Source: an optimization exercise on an open RTL-to-GDS flow (aim: small area, a short achievable clock period and few clock cycles per item). Production flows keep margins and buffers that such runs may drop.
At most, simulation tests tie the RTL to the original design; equivalence was not proved.
Only the layout flow was run in run 1; the RTL was not checked for function there.
Power figures rest on the tool's default switching activity, not on a simulated workload.

==> flow/design.v, too long to show whole: its modules and the start of the top module <==
// module tdc_le_conv: 1340 lines
// module tdc_ks_add: 40 lines
module tdc_le_conv (
  input  wire        clk,
  input  wire        rst,           
  input  wire        cmd_valid,
  output wire        cmd_ready,
  input  wire [1:0]  cmd_op,        
  input  wire        cmd_interp,    
  input  wire [11:0] cmd_a,         
  input  wire [12:0] cmd_b,         
  output reg         res_valid,
  output reg         res_pair,      
  output reg         res_ok,        
  output reg         res_void,      
  output reg         res_interp,
  output reg  [11:0] res_coarse,
  output reg  [8:0]  res_fine,
  output reg  [1:0]  res_frame      
);
  // ...
==> flow/flow/run.sh <==
#!/bin/bash
set -euo pipefail
SETUP_MARGIN=${SETUP_MARGIN:-8.4}
bash standard.sh SETUP_SLACK_MARGIN=$SETUP_MARGIN \
  "BUFFER_PORTS_ARGS=-buffer_cell sky130_fd_sc_hd__buf_2" finish > run_make.log 2>&1
==> flow/standard.sh <==
#!/bin/bash
# synth_recipe.tcl (not shown) runs the flow's synth.tcl, then flattens the netlist and writes it again
# the make line also repeats each setting of config.mk as NAME=value (left out here)
make -C /OpenROAD-flow-scripts/flow DESIGN_CONFIG=/design/flow/config.mk WORK_HOME=/design/flow/orfs CLKGATE_MAP_FILE= SYNTH_SCRIPT=/design/flow/synth_recipe.tcl "${@:-finish}"
==> flow/config.mk <==
export PLATFORM = sky130hd
export DESIGN_NAME = tdc_le_conv
export DESIGN_NICKNAME = tdc_le_conv
export VERILOG_FILES = /design/flow/design.v
export SDC_FILE = /design/flow/constraint.sdc
export NUM_CORES = 4
export LEC_CHECK = 0
export CAP_MARGIN = 20
export CORE_MARGIN = 2
export CORE_UTILIZATION = 40
export SLEW_MARGIN = 20
==> flow/constraint.sdc <==
create_clock -name core_clock -period 12.0 [get_ports {clk}]
set_input_delay 2.4000 -clock core_clock [delete_from_list [all_inputs] [get_ports {clk}]]
set_output_delay 2.4000 -clock core_clock [all_outputs]
set_load 0.01 [all_outputs]
==> notes.md, run 1 <==
* Synth Register Bits at 2188
* Yosys Warn Count at 11
* Non-CTS buffers at 157
* Post-layout nets at 6489
* Maxcap violations at 0
* Post-DRT Antenna Nets at 0
* Clock buffer count from CTS at 198
* GR Util met1 at 32.11%
* Routed vias/inst at 5.864
* Req. time, crit path at 9.60 ns
* FF-to-FF path depth at 10
* Comb pwr share at 22.9%
* Most frequent cells in the layout: 1998 x dfxtp_1, 339 x a221oi_1, 333 x a22o_1
* WS Path Type: register to output port
* Ports at 60
* Status: timing/DRC/antenna clean
* CTS sink count at 2188
* Hold endpoint: ring1[661]
* Critical path, cell by cell: buf_2
* Final Hold Vio Count at 0
* Final worst path period share at 30.74%
* Fraction of the mapped netlist area in adder cells at 6.090%
* Mux cell area share after synthesis at 2.322%
* CP max FO at 1
* CP arrival at 1.29 ns
* Cell internal pwr at 13.82 mW
* Non-clk buf share at 1.417%
* DRT Pass-1 Iters at 9
* Syn_nets at 6557
* Slowest CP cell: dfxtp_1
* Overall routing resource usage at 24.34%
* Antenna Cells at 2
* Cells after Synth at 6237
* Reg power frac at 44.7%
* PortBufs at 59
* Tap cells at 2370
* Syn Area/Cell at 11.71 µm²
==> inputs of run 2 (changes only) <==
--- a/flow/design.v
+++ b/flow/design.v
@@ -1141,27 +1141,27 @@
   wire [37:0] l4c  = {(l3s[36:0] & l3c[36:0]) | (l3s[36:0] & l2c1[36:0]) | (l3c[36:0] & l2c1[36:0]), 1'b0};
   reg         p3_hit, p3_pair, p3_wr, p3_ok, p3_void;
   reg         p3_i;
   reg  [37:0] p3_sa, p3_sb;         
   reg  [12:0] p3_e;                 
   reg  [5:0]  p3_s;                 
   wire [37:0] v3;
   wire [38:0] v3c;
-  tdc_ks_add #(38) u_v3 (.a(p3_sa), .b(p3_sb), .ci(1'b0), .s(v3), .c(v3c));
+  tdc_pfx_add #(38) u_v3 (.a(p3_sa), .b(p3_sb), .ci(1'b0), .s(v3), .c(v3c));
   wire [13:0] co3   = v3[37:24];
   wire [5:0]  up3   = v3[23:18];
   wire [5:0]  nr3   = ~rot;
   wire [5:0]  xs3   = p3_sa[23:18] ^ p3_sb[23:18] ^ nr3;
   wire [5:0]  xc3   = {(p3_sa[22:18] & p3_sb[22:18]) | (p3_sa[22:18] & nr3[4:0]) |
                        (p3_sb[22:18] & nr3[4:0]), 1'b0};
   wire [5:0]  idx3, idx3p;
   wire [6:0]  idx3c, idx3pc;
-  tdc_ks_add #(6) u_i3  (.a(xs3), .b(xc3), .ci(v3c[18]), .s(idx3), .c(idx3c));
-  tdc_ks_add #(6) u_i3p (.a(xs3), .b(xc3 | {5'd0, v3c[18]}), .ci(1'b1), .s(idx3p), .c(idx3pc));
+  tdc_pfx_add #(6) u_i3  (.a(xs3), .b(xc3), .ci(v3c[18]), .s(idx3), .c(idx3c));
+  tdc_pfx_add #(6) u_i3p (.a(xs3), .b(xc3 | {5'd0, v3c[18]}), .ci(1'b1), .s(idx3p), .c(idx3pc));
   wire [5:0]  widx3 = p3_s + ~rot;
   reg         p4_hit, p4_pair, p4_wr, p4_ok, p4_void;
   reg         p4_i;
   reg  [13:0] p4_coarse;
   reg  [3:0]  p4_o;
   reg         p4_s63;
   reg  [15:0] p4_elo, p4_olo;
   reg  [3:0]  p4_ehi, p4_ohi;
@@ -1220,17 +1220,17 @@
   wire [15:0] c5c = {(b5s[14:0] & b5c[14:0]) | (b5s[14:0] & mk4[14:0]) | (b5c[14:0] & mk4[14:0]), 1'b0};
   reg         p6_hit, p6_pair, p6_ok, p6_void;
   reg         p6_i;
   reg  [11:0] p6_coarse;
   reg  [1:0]  p6_frame;
   reg  [15:0] p6_ws, p6_wc;
   wire [15:0] w6;
   wire [16:0] w6c;
-  tdc_ks_add #(16) u_w6 (.a(p6_ws), .b(p6_wc), .ci(1'b0), .s(w6), .c(w6c));
+  tdc_pfx_add #(16) u_w6 (.a(p6_ws), .b(p6_wc), .ci(1'b0), .s(w6), .c(w6c));
   wire        cv6 = p6_hit && !p6_void;
   reg [64*13-1:0] nr0, nr1;
   reg [5:0]       fs;
   always @* begin
     nr0 = {ring0[12:0], ring0[64*13-1:13]};
     nr1 = {ring1[12:0], ring1[64*13-1:13]};
     for (kw = 0; kw < 4; kw = kw + 1) begin
       fs = rot + 6'd16 * kw[5:0];
@@ -1303,18 +1303,18 @@
     res_void   <= p6_hit && p6_void;
     res_interp <= p6_i;
     res_coarse <= cv6 ? p6_coarse : 12'd0;
     res_fine   <= cv6 ? w6[15:7] : 9'd0;
     res_frame  <= cv6 ? p6_frame : 2'b00;
     if (rst) begin
       ready_r <= 1'b1;
       f_v     <= 1'b0;
-      rot     <= 6'd0;
-      rot_w   <= 4'd4;
+      rot     <= 6'd60;               
+      rot_w   <= 4'd0;                
       fill    <= 5'd16;
       st_have <= 2'b00;
       p1_hit <= 1'b0; p1_pair <= 1'b0; p1_wr <= 1'b0; p1_ok <= 1'b0;
       fwd    <= 1'b0;
       p2_hit <= 1'b0; p2_pair <= 1'b0; p2_wr <= 1'b0;
       p3_hit <= 1'b0; p3_pair <= 1'b0; p3_wr <= 1'b0;
       p4_hit <= 1'b0; p4_pair <= 1'b0; p4_wr <= 1'b0;
       p5_hit <= 1'b0; p5_pair <= 1'b0;
@@ -1333,17 +1333,17 @@
       p2_hit <= p1_hit; p2_pair <= p1_pair; p2_wr <= p1_wr;
       p3_hit <= p2_hit; p3_pair <= p2_pair; p3_wr <= p2_wr;
       p4_hit <= p3_hit; p4_pair <= p3_pair; p4_wr <= p3_wr;
       p5_hit <= p4_hit; p5_pair <= p4_pair;
       p6_hit <= p5_hit; p6_pair <= p5_pair;
     end
   end
 endmodule
-module tdc_ks_add #(parameter N = 8) (
+module tdc_pfx_add #(parameter N = 8) (
   input  wire [N-1:0] a,
   input  wire [N-1:0] b,
   input  wire         ci,
   output wire [N-1:0] s,
   output wire [N:0]   c
 );
   localparam L = 7;                     
   reg [N:0] g [0:L];
==> run 2 against run 1 <==
Compared with the run above:
- die area is essentially flat
- count of clock-buffer cells in the layout grew 5
- power grew 3.9%
- synthesized cell count shrank 0.37%
- non-clock buffer count shrank 3
- critical endpoint is now cmd_ready
- largest cell class unchanged
==> notes.md, run 2 <==
* Post-route DRC at 0 (unchanged)
* Syn_nets at 6534 (was 6557)
* DRT Pass-1 Iters at 6 (was 9)
* CP arrival at 1.28 ns (was 1.29 ns)
* Clock latency (worst-skew pair) at 0.86 ns (was 0.85 ns)
* Synth top area share at 56.66% (was 56.61%)
* Synth Register Bits at 2188 (unchanged)
* Overall routing resource usage at 23.91% (was 24.34%)
* CTS HTree Levels at 4 (unchanged)
* Largest regs: ring0 x832, ring1 x832, p3_sa x34 (unchanged)
* Routability cong. at 0.9292 (was 0.9565)
* Routed vias/inst at 5.837 (was 5.864)
* Endpoints failing setup at 0 (unchanged)
* Row count at 156 (unchanged)
* Peak VDD IR at 0.1805 mV (was 0.1867 mV)
* Iter 0 DRT Violations at 5900 (was 5752)
* Final WL at 228900 µm (was 232300 µm)
* Final Max Slew Viols at 0 (unchanged)
* CTS tree: built (unchanged)
* Clk slew on worst S/H paths at 0.06 ns (about the same)
* Core ar. at 181100 µm² (unchanged)
* Status: timing/DRC/antenna clean (unchanged)
* Power Dens Cells at 259.1 nW/µm² (was 248.1 nW/µm²)
* Seq/Total Area, Yosys at 61.68% (was 61.62%)
* CP max FO at 3 (was 1)
* Clock buffer count from CTS at 198 (unchanged)
* Die Y at 431.2 µm (was 431.4 µm)
* Avg WL per Cell at 26.36 µm (was 26.66 µm)
* Post-synth top cells: 2066 x dfxtp_1, 373 x a221oi_1, 358 x a22o_1, 318 x clkbuf_1, 318 x nand2_1 (was 2066 x dfxtp_1, 339 x a221oi_1, 333 x a22o_1, 322 x nand2_1, 312 x clkbuf_1)
* PortBufs at 59 (unchanged)
* Delay-heaviest family, CP: flip-flops (unchanged)
* HP Class: register to register (unchanged)
* Most frequent cells in the layout: 1994 x dfxtp_1, 372 x a221oi_1, 358 x a22o_1 (was 1998 x dfxtp_1, 339 x a221oi_1, 333 x a22o_1)
* Worst-Margin Slew at 1.115 ns (was 1.136 ns)
* Max stage delay on crit path at 0.35 ns (was 0.31 ns)
* Post-synth ARST share at 0% (unchanged)
* Leak at 32.28 nW (was 32.20 nW)
* Slew Limit Headroom at 25.69% (was 24.19%)
* Yosys top cell by area: dfxtp_1 (unchanged)
* Post-layout min period at 3.684 ns (was 3.689 ns)
* Buf+Inv Stages, Crit Path at 1 (unchanged)
* Via count at 50680 (was 51090)
* Cells after Synth at 6214 (was 6237)
* Cell variety after synth at 83 (was 86)
* Syn Area/Cell at 11.75 µm² (was 11.71 µm²)
* Maxcap violations at 0 (unchanged)
* Synth-to-Final Area Change at 13.03% (was 13.45%)
* WS Path Type: register to output port (unchanged)
* Mapped Area at 73000 µm² (was 73060 µm²)
* Ports at 60 (unchanged)
* Vias in the first global route at 50520 (was 50430)
* GR Overflow Total at 0 (unchanged)
* Max frequency at 271.5 MHz (was 271.1 MHz)
* Ranking of synthesized cells by area: dfxtp_1 57%, edfxtp_1 5.0%, a221oi_1 4.5%, a22o_1 4.3%, ha_1 3.1% (was dfxtp_1 57%, edfxtp_1 5.0%, a221oi_1 4.1%, a22o_1 4.0%, a22oi_1 3.1%)
* Final worst path period share at 30.70% (was 30.74%)
* Top FF cell, synth: dfxtp_1 (unchanged)
* Unrepaired setup endpoints after global routing: yes (unchanged)
* Fraction of layout cells with a size suffix above 1 at 10.62% (was 10.74%)
* Req. time, crit path at 9.60 ns (about the same)
* CP startpoint kind: register (unchanged)
* Commonest non-fill, non-tap cell in the layout: dfxtp_1 (unchanged)
* Post-DP Area at 75420 µm² (was 75460 µm²)
* Initial core utilization at 40.30% (was 40.34%)
* Setup TNS at 0 ns (unchanged)
* Critical path, cell by cell: buf_6 (was buf_2)
* Most common cell in the netlist: dfxtp_1 (unchanged)
* Post-DRT Antenna Nets at 0 (unchanged)
* First-pass GRT wire length at 333400 µm (was 338600 µm)
* Design area at 82500 µm² (was 82890 µm²)
* Dpl cells at 8302 (was 8320)
* Post-layout nets at 6465 (was 6489)
* CTS sink count at 2188 (unchanged)
* Yosys Warn Count at 11 (unchanged)
* # fillers at 16460 (about the same)
* CP Capture Type: output port (unchanged)
* Dpl hpwl at 135300 µm (was 140900 µm)
* Slowest CP cell: dfxtp_2 (was dfxtp_1)
* DIE AREA at 185900 µm² (was 186100 µm²)
* Final Hold Vio Count at 0 (unchanged)
* Total power at 21.37 mW (was 20.56 mW)
* Die Wd at 431.2 µm (was 431.4 µm)
* Setup Skew at 0.06460 ns (was 0.07053 ns)
* CTS max path bufs at 3 (unchanged)
* Initial antenna violation count at 4 (was 5)
* Final Instance Count excl. Fillers at 8682 (was 8712)
* R2R Setup Slk at 8.43 ns (was 8.46 ns)
* CTS root buffer: clkbuf_16 (unchanged)
* Post-synth EDFFs at 122 (unchanged)
* Largest net degree at the start of global routing at 92 (was 88)
[run 2: final timing paths]
kind                 from          to  depth (start not counted)
setup / recovery  ready_r   cmd_ready                          1
hold / removal    p4_o[1]     p5_o[1]                          0
setup reg to reg  p1_d[0]  st_rcp[20]                         11
hold reg to reg   p4_o[1]     p5_o[1]                          0
[run 2: repair_timing]
| item | 4_1_cts | 5_1_grt |
|---|---|---|
| pin swaps | 0 | 1 |
| hold buffers | 0 | 0 |
| setup buffers | 2 | 11 |
| endpoints found under the setup margin | 74 | 84 |
| gates resized for setup | 28 | 63 |
| gates cloned | 0 | 0 |
[run 2: logic make-up (layout without fill, tap and decap cells)]
logic type,after synthesis,after routing,synth area share (%)
buffers and inverters,636,732,3.341
multiplexers,149,149,2.345
AND/OR/NAND/NOR,1045,1045,6.784
adder cells (fa/ha/maj),289,289,6.095
AO/OA/AOI/OAI,1699,1699,17.26
flip-flops,2188,2188,61.68
XOR/XNOR,208,208,2.496
other,0,2,0
[run 2: layout make-up]
class | instances | area, µm² | area share (%)
Timing Repair Buffer | 154 | 1156 | 1.401
Inverter | 213 | 809.5 | 0.9812
Antenna cell | 2 | 5.005 | 0.006066
Clock buffer | 294 | 5911 | 7.164
Sequential cell | 2188 | 45200 | 54.79
Clock inverter | 71 | 763.2 | 0.9251
Tap cell | 2370 | 2965 | 3.594
Multi-Input combinational cell | 3390 | 25690 | 31.14
[run 2: per-stage QoR]
stage,util (%),hold WS [ns],setup slack [ns]
4_1_cts,45.38,0.2902,8.245
3_3_place_gp,41.64,0.3099,7.888
6_report,45.55,0.2847,8.316
3_5_place_dp,41.64,0.3121,7.907
5_1_grt,45.55,0.2964,8.255
2_1_floorplan,-,0.3096,8.414
[run 2: layer usage]
metal | vias to the layer above | routed length, µm | global-route usage (%)
met5 | - | 32 | 0
li1 | 22530 | - | -
met4 | 4 | 10220 | 10.20
met2 | 2565 | 103800 | 38.32
met3 | 604 | 19320 | 4.728
met1 | 24980 | 95510 | 31.44
[run 2: where the power goes]
group	internal, mW	switching (mW)	total (mW)
Clock	3.57	2.79	6.36
Combinational	2.04	3.21	5.25
Sequential	8.58	1.19	9.76
Total	14.2	7.19	21.4
Testbench counts of run 2, summed over its fixed seeds: cycles 12,276, items 12,062.
==> inputs of run 3 (changes only) <==
--- a/flow/config.mk
+++ b/flow/config.mk
@@ -8,4 +8,6 @@
 export CAP_MARGIN = 20
 export CORE_MARGIN = 2
 export CORE_UTILIZATION = 40
+export CTS_CLUSTER_DIAMETER = 150
+export CTS_CLUSTER_SIZE = 24
 export SLEW_MARGIN = 20
==> run 3 against run 2 <==
Compared with the run above:
- flip-flop and latch count unchanged
- combinational power hardly changed
- cell count decreased by 2.8%
- first-iteration DRC count grew 3.6%
- via count decreased by 1.2%
- critical endpoint is now st_rcp[20]
==> notes.md, run 3 <==
* Status: timing/DRC/antenna clean (unchanged)
* Initial core utilization at 40.30% (unchanged)
* Final Max Slew Viols at 0 (unchanged)
* GR Overflow Total at 0 (unchanged)
* Post-DRT Antenna Nets at 0 (unchanged)
* Worst slack at placement at 7.907 ns (unchanged)
* Commonest non-fill, non-tap cell in the layout: dfxtp_1 (unchanged)
* Max frequency at 275.8 MHz (was 271.5 MHz)
* CTS root buffer: clkbuf_16 (unchanged)
* Final Util at 43.39% (was 45.55%)
* Unrepaired setup endpoints after global routing: yes (unchanged)
* Synth-to-Final Area Change at 7.669% (was 13.03%)
* Seq/Total Area, Yosys at 61.68% (unchanged)
* Post-synth EDFFs at 122 (unchanged)
* Routability cong. at 0.9292 (unchanged)
* WS Path Type: register to register (was register to output port)
* Iter 0 DRT Violations at 6113 (was 5900)
* Peak VDD IR at 0.1789 mV (was 0.1805 mV)
* Slew Limit Headroom at 26.27% (was 25.69%)
* Setup TNS at 0 ns (unchanged)
* CTS max path bufs at 3 (unchanged)
* Worst-Margin Slew at 1.106 ns (was 1.115 ns)
* Row count at 156 (unchanged)
* Yosys Warn Count at 11 (unchanged)
* CP Capture Type: register (was output port)
* Top FF cell, synth: dfxtp_1 (unchanged)
* CP max FO at 24 (was 3)
* Final Hold Vio Count at 0 (unchanged)
* Clock buffer count from CTS at 101 (was 198)
* Mapped Area at 73000 µm² (unchanged)
* First-pass GRT wire length at 329200 µm (was 333400 µm)
* CTS sink count at 2188 (unchanged)
* Post-route DRC at 0 (unchanged)
* Post-synth top cells: 2066 x dfxtp_1, 373 x a221oi_1, 358 x a22o_1, 318 x clkbuf_1, 318 x nand2_1 (unchanged)
* CP arrival at 4.05 ns (was 1.28 ns)
* DIE AREA at 185900 µm² (unchanged)
* Final Instance Count excl. Fillers at 8441 (was 8682)
* Setup Skew at 0.06103 ns (was 0.06460 ns)
* Leak at 30.34 nW (was 32.28 nW)
* Most common cell in the netlist: dfxtp_1 (unchanged)
* Post-layout min period at 3.626 ns (was 3.684 ns)
* Routed vias/inst at 5.931 (was 5.837)
* CTS tree: built (unchanged)
* Initial antenna violation count at 6 (was 4)
* CP startpoint kind: register (unchanged)
* Clock latency (worst-skew pair) at 0.79 ns (was 0.86 ns)
* Vias in the first global route at 49440 (was 50520)
* Largest net degree at the start of global routing at 92 (unchanged)
* Final Worst Setup Slack at 8.374 ns (was 8.316 ns)
* Final WL at 226300 µm (was 228900 µm)
* Dpl cells at 8302 (unchanged)
* Cell variety after synth at 83 (unchanged)
* Die Wd at 431.2 µm (unchanged)
* Via count at 50060 (was 50680)
* Req. time, crit path at 12.43 ns (was 9.60 ns)
* Synth top area share at 56.66% (unchanged)
* Overall routing resource usage at 23.56% (was 23.91%)
* Cells after Synth at 6214 (unchanged)
* Post-layout nets at 6368 (was 6465)
* Most frequent cells in the layout: 1997 x dfxtp_1, 372 x a221oi_1, 358 x a22o_1 (was 1994 x dfxtp_1, 372 x a221oi_1, 358 x a22o_1)
* PortBufs at 59 (unchanged)
* Fraction of layout cells with a size suffix above 1 at 7.514% (was 10.62%)
* Syn_nets at 6534 (unchanged)
* Ports at 60 (unchanged)
* Yosys top cell by area: dfxtp_1 (unchanged)
* Dpl hpwl at 135300 µm (unchanged)
* Power Dens Cells at 239.4 nW/µm² (was 259.1 nW/µm²)
* Largest regs: ring0 x832, ring1 x832, p3_sa x34 (unchanged)
* DRT Pass-1 Iters at 9 (was 6)
* Synth Register Bits at 2188 (unchanged)
* Endpoints failing setup at 0 (unchanged)
* HP Class: register to register (unchanged)
* Maxcap violations at 0 (unchanged)
* Post-CTS Hold Fix Bufs at 0 (unchanged)
* # fillers at 16780 (was 16460)
* Clk slew on worst S/H paths at 0.09 ns (was 0.06 ns)
* Post-synth ARST share at 0% (unchanged)
* Ranking of synthesized cells by area: dfxtp_1 57%, edfxtp_1 5.0%, a221oi_1 4.5%, a22o_1 4.3%, ha_1 3.1% (unchanged)
* CTS HTree Levels at 3 (was 4)
* Die Y at 431.2 µm (unchanged)
* Avg WL per Cell at 26.81 µm (was 26.36 µm)
* Final worst path period share at 30.21% (was 30.70%)
* Syn Area/Cell at 11.75 µm² (unchanged)
* Core ar. at 181100 µm² (unchanged)
==> run 3: layout make-up <==
type / count / area (µm²) / area share (%)
clock buffers: 116 / 2605 / 3.315
repair buffers: 154 / 1161 / 1.477
flip-flops and latches: 2188 / 45200 / 57.51
multi-input cells: 3390 / 25700 / 32.70
well taps: 2370 / 2965 / 3.773
clock inverters: 8 / 148.9 / 0.1894
diodes: 2 / 5.005 / 0.006368
inverters: 213 / 809.5 / 1.030
==> run 3: what timing repair did <==
item,4_1_cts,5_1_grt
resized for setup,27,65
setup endpoints to repair,79,83
buffers inserted,2,11
pin swaps,0,1
==> run 3: kinds of logic after synthesis <==
| logic type | Yosys count | synth area share, % |
|---|---|---|
| adder cells (fa/ha/maj) | 289 | 6.095 |
| XOR/XNOR | 208 | 2.496 |
| AND/OR/NAND/NOR | 1045 | 6.784 |
| flip-flops | 2188 | 61.68 |
| AO/OA/AOI/OAI | 1699 | 17.26 |
| buffers and inverters | 636 | 3.341 |
| multiplexers | 149 | 2.345 |
==> run 3: worst max-delay path, stage by stage (launching register included) <==
cell and delay (ns):
dfxtp_1 0.33, buf_6 0.26, clkinvlp_4 0.27, ha_1 0.36, buf_6 0.20, o21ba_2 0.31
mux4_2 0.48, mux4_2 0.53, o221ai_1 0.31, o21ai_0 0.23
==> run 3: worst paths after layout <==
| kind | startpoint | to | slack (ns) | depth (start not counted) |
|---|---|---|---|---|
| min reg2reg | p4_o[1] | p5_o[1] | 0.31 | 0 |
| max reg2reg | p1_d[0] | st_rcp[20] | 8.37 | 9 |
| max | p1_d[0] | st_rcp[20] | 8.37 | 9 |
| min | p4_o[1] | p5_o[1] | 0.31 | 0 |
==> run 3: metrics by stage <==
| stage | hold slack (ns) | total power [mW] | instance area [µm²] |
|---|---|---|---|
| after global placement | 0.3099 | 14.96 | 75420 |
| after CTS | 0.3069 | 18.76 | 78280 |
| after detailed placement | 0.3121 | 15.00 | 75420 |
| after global routing | 0.3220 | 19.80 | 78590 |
| final | 0.3056 | 18.81 | 78590 |
| after floorplan | 0.3096 | 12.94 | 73000 |
==> run 3: report_power, final <==
group | switching [mW] | internal (mW) | total (mW)
combinational | 3.21 | 2.04 | 5.25
sequential | 1.18 | 8.56 | 9.74
clock | 2.26 | 1.56 | 3.82
==> run 3: layer usage <==
layer  up-vias  global-route usage, %  share of wire [%]
met5         -                      0              0.013
met4         4                  9.893                4.7
met3       563                  4.189                8.5
met2      2541                  37.83                 45
met1     24750                  31.29                 42
li1      22210                      -                  -
==> inputs of run 4 (changes only) <==
--- a/flow/config.mk
+++ b/flow/config.mk
@@ -8,6 +8,6 @@
 export CAP_MARGIN = 20
 export CORE_MARGIN = 2
 export CORE_UTILIZATION = 40
-export CTS_CLUSTER_DIAMETER = 150
-export CTS_CLUSTER_SIZE = 24
+export CTS_CLUSTER_DIAMETER = 100
+export CTS_CLUSTER_SIZE = 30
 export SLEW_MARGIN = 20
==> run 4 against run 3 <==
Compared with the run above:
- cell count decreased by 0.19%
- die area unchanged
- sequential power about the same
- worst hold slack improved by 0.0074 ns
- clock power decreased by 8.1%
- largest power group unchanged
- highest routed layer unchanged
==> notes.md, run 4 <==
* Status: timing/DRC/antenna clean (unchanged)
* Max stage delay on crit path at 0.38 ns (was 0.53 ns)
* CP Capture Type: output port (was register)
* Via count at 49770 (was 50060)
* CTS max path bufs at 3 (unchanged)
* Worst slack at placement at 7.907 ns (unchanged)
* Post-layout nets at 6350 (was 6368)
* WS Path Type: register to output port (was register to register)
* Initial antenna violation count at 5 (was 6)
* Synth-to-Final Area Change at 7.064% (was 7.669%)
* Power Dens Cells at 236.8 nW/µm² (was 239.4 nW/µm²)
* Final Util at 43.15% (was 43.39%)
* Fraction of layout cells with a size suffix above 1 at 7.290% (was 7.514%)
* Mapped Area at 73000 µm² (unchanged)
* Maxcap violations at 0 (unchanged)
* # fillers at 16810 (was 16780)
* Avg WL per Cell at 26.79 µm (was 26.81 µm)
* Top FF cell, synth: dfxtp_1 (unchanged)
* Yosys Warn Count at 11 (unchanged)
* CTS HTree Levels at 3 (unchanged)
* Max frequency at 276.7 MHz (was 275.8 MHz)
* Cell variety after synth at 83 (unchanged)
* Post-synth EDFFs at 122 (unchanged)
* Ranking of synthesized cells by area: dfxtp_1 57%, edfxtp_1 5.0%, a221oi_1 4.5%, a22o_1 4.3%, ha_1 3.1% (unchanged)
* HP Class: register to register (unchanged)
* Largest net degree at the start of global routing at 92 (unchanged)
* CTS sink count at 2188 (unchanged)
* Routability cong. at 0.9292 (unchanged)
* Clock buffer count from CTS at 83 (was 101)
* Final Worst Setup Slack at 8.387 ns (was 8.374 ns)
* Post-synth ARST share at 0% (unchanged)
* Synth Register Bits at 2188 (unchanged)
* Leak at 30.12 nW (was 30.34 nW)
* Overall routing resource usage at 23.52% (was 23.56%)
* Final worst path period share at 30.11% (was 30.21%)
* CTS root buffer: clkbuf_16 (unchanged)
* Largest regs: ring0 x832, ring1 x832, p3_sa x34 (unchanged)
* GR Layer Usage met3 at 4.217% (was 4.189%)
* Syn_nets at 6534 (unchanged)
* Ports at 60 (unchanged)
* Die Y at 431.2 µm (unchanged)
* Most common cell in the netlist: dfxtp_1 (unchanged)
* Post-route DRC at 0 (unchanged)
* Post-DRT Antenna Nets at 0 (unchanged)
* Die Wd at 431.2 µm (unchanged)
* Seq/Total Area, Yosys at 61.68% (unchanged)
* CP max FO at 3 (was 24)
* Post-layout min period at 3.613 ns (was 3.626 ns)
* Commonest non-fill, non-tap cell in the layout: dfxtp_1 (unchanged)
* First-pass GRT wire length at 328500 µm (was 329200 µm)
* Final Hold Vio Count at 0 (unchanged)
* PortBufs at 59 (unchanged)
* DRT Pass-1 Iters at 6 (was 9)
* DIE AREA at 185900 µm² (unchanged)
* Setup Skew at 0.06488 ns (was 0.06103 ns)
* Peak VDD IR at 0.1790 mV (was 0.1789 mV)
* Req. time, crit path at 9.60 ns (was 12.43 ns)
* GR Overflow Total at 0 (unchanged)
* Slew Limit Headroom at 23.98% (was 26.27%)
* Initial core utilization at 40.30% (unchanged)
* Design area at 78150 µm² (was 78590 µm²)
* Worst-Margin Slew at 1.140 ns (was 1.106 ns)
* CP startpoint kind: register (unchanged)
* Met2 Use GR at 37.75% (was 37.83%)
* Setup TNS at 0 ns (unchanged)
* Critical path, cell by cell: buf_6 (was buf_6 > clkinvlp_4 > ha_1 > buf_6 > o21ba_2 > mux4_2 > mux4_2 > o221ai_1 > o21ai_0)
* CTS tree: built (unchanged)
* Worst hold slack at 0.3131 ns (was 0.3056 ns)
* Unrepaired setup endpoints after global routing: yes (unchanged)
* Clock latency (worst-skew pair) at 0.78 ns (was 0.79 ns)
* Synth top area share at 56.66% (unchanged)
* Iter 0 DRT Violations at 6158 (was 6113)
* Flip-flop and latch area at 45200 µm² (about the same)
* Syn Area/Cell at 11.75 µm² (unchanged)
* Final Max Slew Viols at 0 (unchanged)
* Cells after Synth at 6214 (unchanged)
* Most frequent cells in the layout: 1998 x dfxtp_1, 372 x a221oi_1, 358 x a22o_1 (was 1997 x dfxtp_1, 372 x a221oi_1, 358 x a22o_1)
* Core ar. at 181100 µm² (unchanged)
* Yosys top cell by area: dfxtp_1 (unchanged)
* Routed vias/inst at 5.907 (was 5.931)
* Post-synth top cells: 2066 x dfxtp_1, 373 x a221oi_1, 358 x a22o_1, 318 x clkbuf_1, 318 x nand2_1 (unchanged)
* GR Util met1 at 31.35% (was 31.29%)
* Vias in the first global route at 49130 (was 49440)
* Final WL at 225700 µm (was 226300 µm)
* Delay-heaviest family, CP: flip-flops (was multiplexers)
* Dpl hpwl at 135300 µm (unchanged)
* Post-CTS Hold Fix Bufs at 0 (unchanged)
* Top Usage Layer GRT: met2 (unchanged)
* Row count at 156 (unchanged)
* Slowest CP cell: dfxtp_2 (was mux4_2)
* Buf+Inv Stages, Crit Path at 1 (was 3)
* Post-DP Area at 75420 µm² (unchanged)
* Endpoints failing setup at 0 (unchanged)
* Multi-input logic area at 25700 µm² (about the same)
* Clk slew on worst S/H paths at 0.12 ns (was 0.09 ns)
* CP arrival at 1.21 ns (was 4.05 ns)
-- run 4: cell counts after synthesis --
No cell type changed its count.
-- run 4: repair_timing --
action | 4_1_cts | 5_1_grt
pin swaps | 0 | 1
buffers inserted | 2 | 11
setup endpoints to repair | 84 | 85
gates resized for setup | 29 | 63
-- run 4: final cells by class --
type / instances / area share [%]
antenna: 6 / 0.01921
clock buffer: 92 / 2.701
clock inverter: 12 / 0.2434
inverter: 213 / 1.036
multi-input combinational: 3390 / 32.89
sequential: 2188 / 57.83
tap: 2370 / 3.794
timing repair buffer: 154 / 1.486
-- run 4: power breakdown --
part	internal [mW]	total, mW	switching (mW)
sequential	8.56	9.74	1.18
combinational	2.04	5.25	3.21
clock	1.30	3.51	2.21
total	11.9	18.5	6.60
-- run 4: final timing paths --
path	start	end	slack (ns)	cells past startpoint
max reg2reg	p1_d[2]	st_rcp[1]	8.40	10
min	p4_o[1]	p5_o[1]	0.31	0
max	ready_r	cmd_ready	8.39	1
min reg2reg	p4_o[1]	p5_o[1]	0.31	0
-- run 4: cells by family (layout without fill, tap and decap cells) --
logic type | after synthesis | count (layout) | share of synthesized area (%)
fa+ha+maj | 289 | 289 | 6.095
mux | 149 | 149 | 2.345
buf+inv | 636 | 471 | 3.341
flops | 2188 | 2188 | 61.68
compound gates | 1699 | 1699 | 17.26
xor+xnor | 208 | 208 | 2.496
simple gates | 1045 | 1045 | 6.784
other cells | 0 | 6 | 0
-- run 4: routing by layer --
metal / up-vias / part of all wire [%]
met3: 504 / 8.2
li1: 22140 / -
met1: 24640 / 42
met5: - / 0.0062
met4: 2 / 4.3
met2: 2485 / 45
-- run 4: stage by stage --
stage	instances	power, mW
detailed placement	8302	15.00
global placement	8302	14.96
CTS	8408	18.45
global route	8419	19.49
finish	8425	18.50
floorplan	6214	12.94
==> inputs of run 5 (changes only) <==
==> flow/flow/run.sh (replaced) <==
#!/bin/bash
set -euo pipefail
SETUP_MARGIN=${SETUP_MARGIN:-8.55}
bash standard.sh SETUP_SLACK_MARGIN=$SETUP_MARGIN \
  "BUFFER_PORTS_ARGS=-buffer_cell sky130_fd_sc_hd__buf_2" finish > run_make.log 2>&1
==> run 5 against run 4 <==
Compared with the run above:
- wire length up 1.7%
- worst hold slack better by 0.012 ns
- cell count grew 0.11%
- utilization grew 0.24 points
- sequential power down 0.6%
- global-route usage grew 0.40 points
- clock skew down 0.013 ns
- critical path depth unchanged
- sequential share of layout area fell by 0.29 points
- register-to-register slack improved by 0.14 ns
- synthesized area unchanged
==> notes.md, run 5 <==
* Leak at 30.30 nW (was 30.12 nW)
* Most frequent cells in the layout: 1984 x dfxtp_1, 370 x a221oi_1, 358 x a22o_1 (was 1998 x dfxtp_1, 372 x a221oi_1, 358 x a22o_1)
* HP Class: register to register (unchanged)
* CTS max path bufs at 3 (unchanged)
* CP arrival at 1.23 ns (was 1.21 ns)
* Row count at 156 (unchanged)
* Post-layout nets at 6359 (was 6350)
* Post-layout min period at 3.631 ns (was 3.613 ns)
* Largest net degree at the start of global routing at 78 (was 92)
* CP startpoint kind: register (unchanged)
* Delay-heaviest family, CP: flip-flops (unchanged)
* GR Overflow Total at 0 (unchanged)
* Final Worst Setup Slack at 8.369 ns (was 8.387 ns)
* DRT Pass-1 Iters at 7 (was 6)
* Die Y at 431.2 µm (unchanged)
* Final Max Slew Viols at 0 (unchanged)
* Unrepaired setup endpoints after global routing: yes (unchanged)
* Synth-to-Final Area Change at 7.660% (was 7.064%)
* Synth Register Bits at 2188 (unchanged)
* CTS sink count at 2188 (unchanged)
* Endpoints failing setup at 0 (unchanged)
* Clk slew on worst S/H paths at 0.11 ns (was 0.12 ns)
* Commonest non-fill, non-tap cell in the layout: dfxtp_1 (unchanged)
* Final worst path period share at 30.26% (was 30.11%)
* Yosys top cell by area: dfxtp_1 (unchanged)
* CP max FO at 3 (unchanged)
* DIE AREA at 185900 µm² (unchanged)
* Syn_nets at 6534 (unchanged)
* Initial core utilization at 40.30% (unchanged)
* Ports at 60 (unchanged)
* Post-synth top cells: 2066 x dfxtp_1, 373 x a221oi_1, 358 x a22o_1, 318 x clkbuf_1, 318 x nand2_1 (unchanged)
* Cell variety after synth at 83 (unchanged)
* PortBufs at 59 (unchanged)
* Via count at 49990 (was 49770)
* WS Path Type: register to output port (unchanged)
* Max frequency at 275.4 MHz (was 276.7 MHz)
* Top FF cell, synth: dfxtp_1 (unchanged)
* Dpl hpwl at 138300 µm (was 135300 µm)
* Post-DRT Antenna Nets at 0 (unchanged)
* Overall routing resource usage at 23.91% (was 23.52%)
* Core ar. at 181100 µm² (unchanged)
* Post-DP Area at 75480 µm² (was 75420 µm²)
* Setup TNS at 0 ns (unchanged)
* Synth top area share at 56.66% (unchanged)
* Cells after Synth at 6214 (unchanged)
* Routability cong. at 0.9686 (was 0.9292)
* Post-CTS Hold Fix Bufs at 0 (unchanged)
* Clock buffer count from CTS at 84 (was 83)
* Avg WL per Cell at 27.22 µm (was 26.79 µm)
* Iter 0 DRT Violations at 6206 (was 6158)
* Peak VDD IR at 0.1772 mV (was 0.1790 mV)
* Post-route DRC at 0 (unchanged)
* Req. time, crit path at 9.60 ns (about the same)
* # fillers at 16870 (was 16810)
* Worst-Margin Slew at 1.132 ns (was 1.140 ns)
* Status: timing/DRC/antenna clean (unchanged)
* Critical path, cell by cell: buf_6 (unchanged)
* Clock latency (worst-skew pair) at 0.77 ns (was 0.78 ns)
* Maxcap violations at 0 (unchanged)
* Max stage delay on crit path at 0.37 ns (was 0.38 ns)
* Post-synth ARST share at 0% (unchanged)
* Setup Skew at 0.05146 ns (was 0.06488 ns)
* Final Hold Vio Count at 0 (unchanged)
* First-pass GRT wire length at 332500 µm (was 328500 µm)
* CTS HTree Levels at 3 (unchanged)
* Design area at 78590 µm² (was 78150 µm²)
* Largest regs: ring0 x832, ring1 x832, p3_sa x34 (unchanged)
* CP Capture Type: output port (unchanged)
* Vias in the first global route at 49470 (was 49130)
* Fraction of layout cells with a size suffix above 1 at 8.034% (was 7.290%)
* Routed vias/inst at 5.927 (was 5.907)
* CTS root buffer: clkbuf_16 (unchanged)
* Mapped Area at 73000 µm² (unchanged)
* Slowest CP cell: dfxtp_4 (was dfxtp_2)
* Most common cell in the netlist: dfxtp_1 (unchanged)
* Slew Limit Headroom at 24.31% (was 23.98%)
* Syn Area/Cell at 11.75 µm² (unchanged)
* Ranking of synthesized cells by area: dfxtp_1 57%, edfxtp_1 5.0%, a221oi_1 4.5%, a22o_1 4.3%, ha_1 3.1% (unchanged)
* Post-synth EDFFs at 122 (unchanged)
* Yosys Warn Count at 11 (unchanged)
* Seq/Total Area, Yosys at 61.68% (unchanged)
* Final WL at 229600 µm (was 225700 µm)
* Initial antenna violation count at 7 (was 5)
* Power Dens Cells at 237.6 nW/µm² (was 236.8 nW/µm²)
* Die Wd at 431.2 µm (unchanged)
* Worst slack at placement at 7.929 ns (was 7.907 ns)
* CTS tree: built (unchanged)
* Buf+Inv Stages, Crit Path at 1 (unchanged)
## run 5: power by group
group | switching (mW) | internal [mW]
registers | 1.11 | 8.56
clock network | 2.23 | 1.34
logic | 3.32 | 2.10
total | 6.66 | 12.0
## run 5: routing by layer
layer	GRT usage (%)	vias to the layer above	share of wire (%)
met1	31.42	24790	41
met4	10.89	4	5.4
met5	0	-	0.012
li1	-	22150	-
met3	4.095	611	8.3
met2	38.51	2432	45
## run 5: cell families after synthesis
| family | Yosys count | share of synthesized area, % |
|---|---|---|
| DFF | 2188 | 61.68 |
| AOI/OAI and AO/OA | 1699 | 17.26 |
| and+or+nand+nor | 1045 | 6.784 |
| buffers and inverters | 636 | 3.341 |
| adders and majority gates | 289 | 6.095 |
| xor gates and xnor gates | 208 | 2.496 |
| muxes | 149 | 2.345 |
## run 5: area by class of cell
type / count / area (µm²) / area share, %
multi-input combinational: 3390 / 25870 / 32.92
antenna: 2 / 5.005 / 0.006369
clock inverter: 12 / 227.7 / 0.2898
clock buffer: 97 / 2183 / 2.778
inverter: 213 / 812.0 / 1.033
sequential: 2188 / 45220 / 57.54
tap: 2370 / 2965 / 3.773
timing repair buffer: 162 / 1304 / 1.659
## run 5: final timing paths
check,to,startpoint,cells after the start,slack [ns]
setup / recovery,cmd_ready,ready_r,1,8.37
hold / removal,ring1[176],ring1[189],0,0.33
setup reg to reg,st_rcp[17],p1_d[1],13,8.54
hold reg to reg,ring1[176],ring1[189],0,0.33
## run 5: what timing repair did
| item | CTS | global route |
|---|---|---|
| setup buffers | 9 | 3 |
| endpoints found under the setup margin | 114 | 86 |
| gates resized for setup | 65 | 84 |
| pin swaps | 1 | 7 |
| gates cloned | 0 | 2 |
## run 5: through the flow
stage | instances | utilization [%] | power (mW) | hold WS, ns
4_1_cts | 8426 | 43.16 | 18.50 | 0.3166
3_5_place_dp | 8308 | 41.67 | 14.95 | 0.3121
3_3_place_gp | 8308 | 41.67 | 14.89 | 0.3118
6_report | 8434 | 43.39 | 18.67 | 0.3250
5_1_grt | 8434 | 43.39 | 19.67 | 0.3305
2_1_floorplan | 6214 | - | 12.94 | 0.3096
==> inputs of run 6 (changes only) <==
--- a/flow/config.mk
+++ b/flow/config.mk
@@ -8,6 +8,6 @@
 export CAP_MARGIN = 20
 export CORE_MARGIN = 2
 export CORE_UTILIZATION = 40
-export CTS_CLUSTER_DIAMETER = 100
-export CTS_CLUSTER_SIZE = 30
+export CTS_CLUSTER_DIAMETER = 150
+export CTS_CLUSTER_SIZE = 24
 export SLEW_MARGIN = 20
==> run 6 against run 5 <==
Compared with the run above:
- register-to-register slack about the same
- combinational power about the same
- count of clock-buffer cells in the layout up 20
- flip-flop and latch count unchanged
- worst setup slack worse by 0.0049 ns
- design area up 0.53%
- via count up 0.51%
- clock skew up 0.013 ns
- die area unchanged
- worst hold slack worse by 0.0085 ns
- power up 1.7%
==> notes.md, run 6 <==
* Most common cell in the netlist: dfxtp_1 (unchanged)
* Endpoints failing setup at 0 (unchanged)
* Post-route DRC at 0 (unchanged)
* Setup TNS at 0 ns (unchanged)
* Initial core utilization at 40.30% (unchanged)
* Cell variety after synth at 83 (unchanged)
* Syn_nets at 6534 (unchanged)
* Post-layout nets at 6377 (was 6359)
* Critical path, cell by cell: buf_6 (unchanged)
* Buf+Inv Stages, Crit Path at 1 (unchanged)
* Cells after Synth at 6214 (unchanged)
* Peak VDD IR at 0.1758 mV (was 0.1772 mV)
* GR Overflow Total at 0 (unchanged)
* Die Wd at 431.2 µm (unchanged)
* Most frequent cells in the layout: 1987 x dfxtp_1, 371 x a221oi_1, 358 x a22o_1 (was 1984 x dfxtp_1, 370 x a221oi_1, 358 x a22o_1)
* Leak at 30.50 nW (was 30.30 nW)
* Overall routing resource usage at 23.99% (was 23.91%)
* Post-synth EDFFs at 122 (unchanged)
* Final Max Slew Viols at 0 (unchanged)
* Post-synth ARST share at 0% (unchanged)
* Clock buffer count from CTS at 102 (was 84)
* Via count at 50250 (was 49990)
* Status: timing/DRC/antenna clean (unchanged)
* Setup Skew at 0.06450 ns (was 0.05146 ns)
* Maxcap violations at 0 (unchanged)
* WS Path Type: register to output port (unchanged)
* Dpl hpwl at 138300 µm (unchanged)
* Max stage delay on crit path at 0.36 ns (was 0.37 ns)
* Routed vias/inst at 5.945 (was 5.927)
* Final Util at 43.62% (was 43.39%)
* Final worst path period share at 30.30% (was 30.26%)
* CTS root buffer: clkbuf_16 (unchanged)
* Vias in the first global route at 49730 (was 49470)
* Synth Register Bits at 2188 (unchanged)
* CTS sink count at 2188 (unchanged)
* Avg WL per Cell at 27.26 µm (was 27.22 µm)
* Worst-Margin Slew at 1.200 ns (was 1.132 ns)
* Slew Limit Headroom at 19.81% (was 24.31%)
* Ranking of synthesized cells by area: dfxtp_1 57%, edfxtp_1 5.0%, a221oi_1 4.5%, a22o_1 4.3%, ha_1 3.1% (unchanged)
* Top FF cell, synth: dfxtp_1 (unchanged)
* DRT Pass-1 Iters at 7 (unchanged)
* Ports at 60 (unchanged)
* Seq/Total Area, Yosys at 61.68% (unchanged)
* Final WL at 230400 µm (was 229600 µm)
* Commonest non-fill, non-tap cell in the layout: dfxtp_1 (unchanged)
* First-pass GRT wire length at 333600 µm (was 332500 µm)
* Final Hold Vio Count at 0 (unchanged)
* Max frequency at 275.0 MHz (was 275.4 MHz)
* Post-layout min period at 3.636 ns (was 3.631 ns)
* CTS HTree Levels at 3 (unchanged)
* Synth-to-Final Area Change at 8.229% (was 7.660%)
* Yosys Warn Count at 11 (unchanged)
* Post-synth top cells: 2066 x dfxtp_1, 373 x a221oi_1, 358 x a22o_1, 318 x clkbuf_1, 318 x nand2_1 (unchanged)
* Iter 0 DRT Violations at 5945 (was 6206)
* Syn Area/Cell at 11.75 µm² (unchanged)
* Yosys top cell by area: dfxtp_1 (unchanged)
* Largest net degree at the start of global routing at 78 (unchanged)
* DIE AREA at 185900 µm² (unchanged)
* CP max FO at 3 (unchanged)
* Post-DRT Antenna Nets at 0 (unchanged)
* Mapped Area at 73000 µm² (unchanged)
* Hold_sp: ring0[514] (was ring1[189])
* Synth top area share at 56.66% (unchanged)
* PortBufs at 59 (unchanged)
* Die Y at 431.2 µm (unchanged)
* Initial antenna violation count at 6 (was 7)
* Unrepaired setup endpoints after global routing: yes (unchanged)
* Routability cong. at 0.9686 (unchanged)
* Largest regs: ring0 x832, ring1 x832, p3_sa x34 (unchanged)
* CTS max path bufs at 3 (unchanged)
* Fraction of layout cells with a size suffix above 1 at 8.192% (was 8.034%)
* Power Dens Cells at 240.4 nW/µm² (was 237.6 nW/µm²)
* Core ar. at 181100 µm² (unchanged)
* Row count at 156 (unchanged)
* CP arrival at 1.24 ns (was 1.23 ns)
* Critical path origin: ready_r (unchanged)
* Req. time, crit path at 9.60 ns (about the same)
* Clock latency (worst-skew pair) at 0.81 ns (was 0.77 ns)
* HP Class: register to register (unchanged)
* Delay-heaviest family, CP: flip-flops (unchanged)
* CP startpoint kind: register (unchanged)
* Clk slew on worst S/H paths at 0.09 ns (was 0.11 ns)
* Slowest CP cell: dfxtp_4 (unchanged)
* FF-to-FF Start: p4_elo[5] (was p1_d[1])
* CTS tree: built (unchanged)
* CP Capture Type: output port (unchanged)
run 6: logic make-up after synthesis:
family / synth area share [%]
AND/OR/NAND/NOR: 6.784
flip-flops: 61.68
XOR/XNOR: 2.496
AO/OA/AOI/OAI: 17.26
multiplexers: 2.345
adder cells (fa/ha/maj): 6.095
buffers and inverters: 3.341
run 6: timing repair:
item	CTS	global route
cloned	0	3
hold buffers	0	0
endpoints found under the setup margin	108	82
gates resized for setup	65	81
pin swaps	1	7
buffers inserted	9	3
run 6: through the flow:
step | hold WS (ns) | std cells | setup WS, ns | total power [mW] | cell area (µm²)
floorplan | 0.3096 | 6214 | 8.478 | 12.94 | 73000
global placement | 0.3118 | 8308 | 7.919 | 14.89 | 75480
detailed placement | 0.3121 | 8308 | 7.929 | 14.95 | 75480
CTS | 0.3090 | 8443 | 8.312 | 18.81 | 78610
global route | 0.3085 | 8449 | 8.308 | 19.99 | 78990
finish | 0.3165 | 8452 | 8.364 | 18.99 | 79000
run 6: final timing paths:
path | end | slack (ns) | cells after the start
worst min register to register | ring0[501] | 0.32 | 0
worst min-delay path | ring0[501] | 0.32 | 0
worst max-delay path | cmd_ready | 8.36 | 1
worst max register to register | p5_e1[8] | 8.53 | 8
run 6: cell type report:
class / instances / area (µm²)
sequential: 2188 / 45210
antenna: 3 / 7.507
multi-input combinational: 3390 / 25860
tap: 2370 / 2965
fill: 16820 / 102100
timing repair buffer: 162 / 1309
clock inverter: 9 / 209.0
clock buffer: 117 / 2630
inverter: 213 / 812.0
run 6: per-layer routing:
metal | wire [µm] | global-route usage (%) | vias up
met1 | 94960 | 31.64 | 24830
met2 | 103900 | 38.84 | 2562
met5 | 25 | 0 | -
li1 | - | - | 22200
met4 | 12370 | 10.68 | 4
met3 | 19140 | 3.822 | 644
run 6: report_power, final:
group | total [mW] | internal [mW] | switching (mW) | leakage [nW]
Clock | 3.88 | 1.58 | 2.30 | 1.37
Combinational | 5.44 | 2.11 | 3.33 | 11.1
Sequential | 9.67 | 8.56 | 1.11 | 18.1
Total | 19.0 | 12.3 | 6.74 | 30.5

[static timing again, ports no longer ideal]
In the flow no input, the clock included, has a driving cell. The finished layouts below were timed again as built, in two steps. Step 1 assumes that a clkbuf_16 drives the clock port and a buf_2 every other input. Step 2 moves the port delays by t, midway between the first and last clock arrival at a register: inputs arrive t later, outputs are due t later. That takes back most of the time a late clock gives input paths. Three values: ideal, step 1, step 2; two values: the first two.
run | t (ns) | setup WS [ns] | worst setup path at the end | clock arrival spread, ns
run 1 | 0.906 | 8.311 / 8.225 / 8.150 | input to register | 0.083 / 0.083
run 2 | 0.910 | 8.316 / 8.232 / 7.886 | input to register | 0.073 / 0.074
run 3 | 0.844 | 8.374 / 8.296 / 7.892 | input to register | 0.065 / 0.065
run 4 | 0.832 | 8.387 / 8.304 / 7.887 | input to register | 0.071 / 0.071
run 5 | 0.829 | 8.369 / 8.287 / 7.936 | input to register | 0.060 / 0.060
run 6 | 0.856 | 8.364 / 8.278 / 7.911 | input to register | 0.076 / 0.076
After both steps setup and hold are still met in every run listed. The setup slack of run 4, which loses most, moves by -0.083 ns with the drivers and by -0.500 ns with both steps.
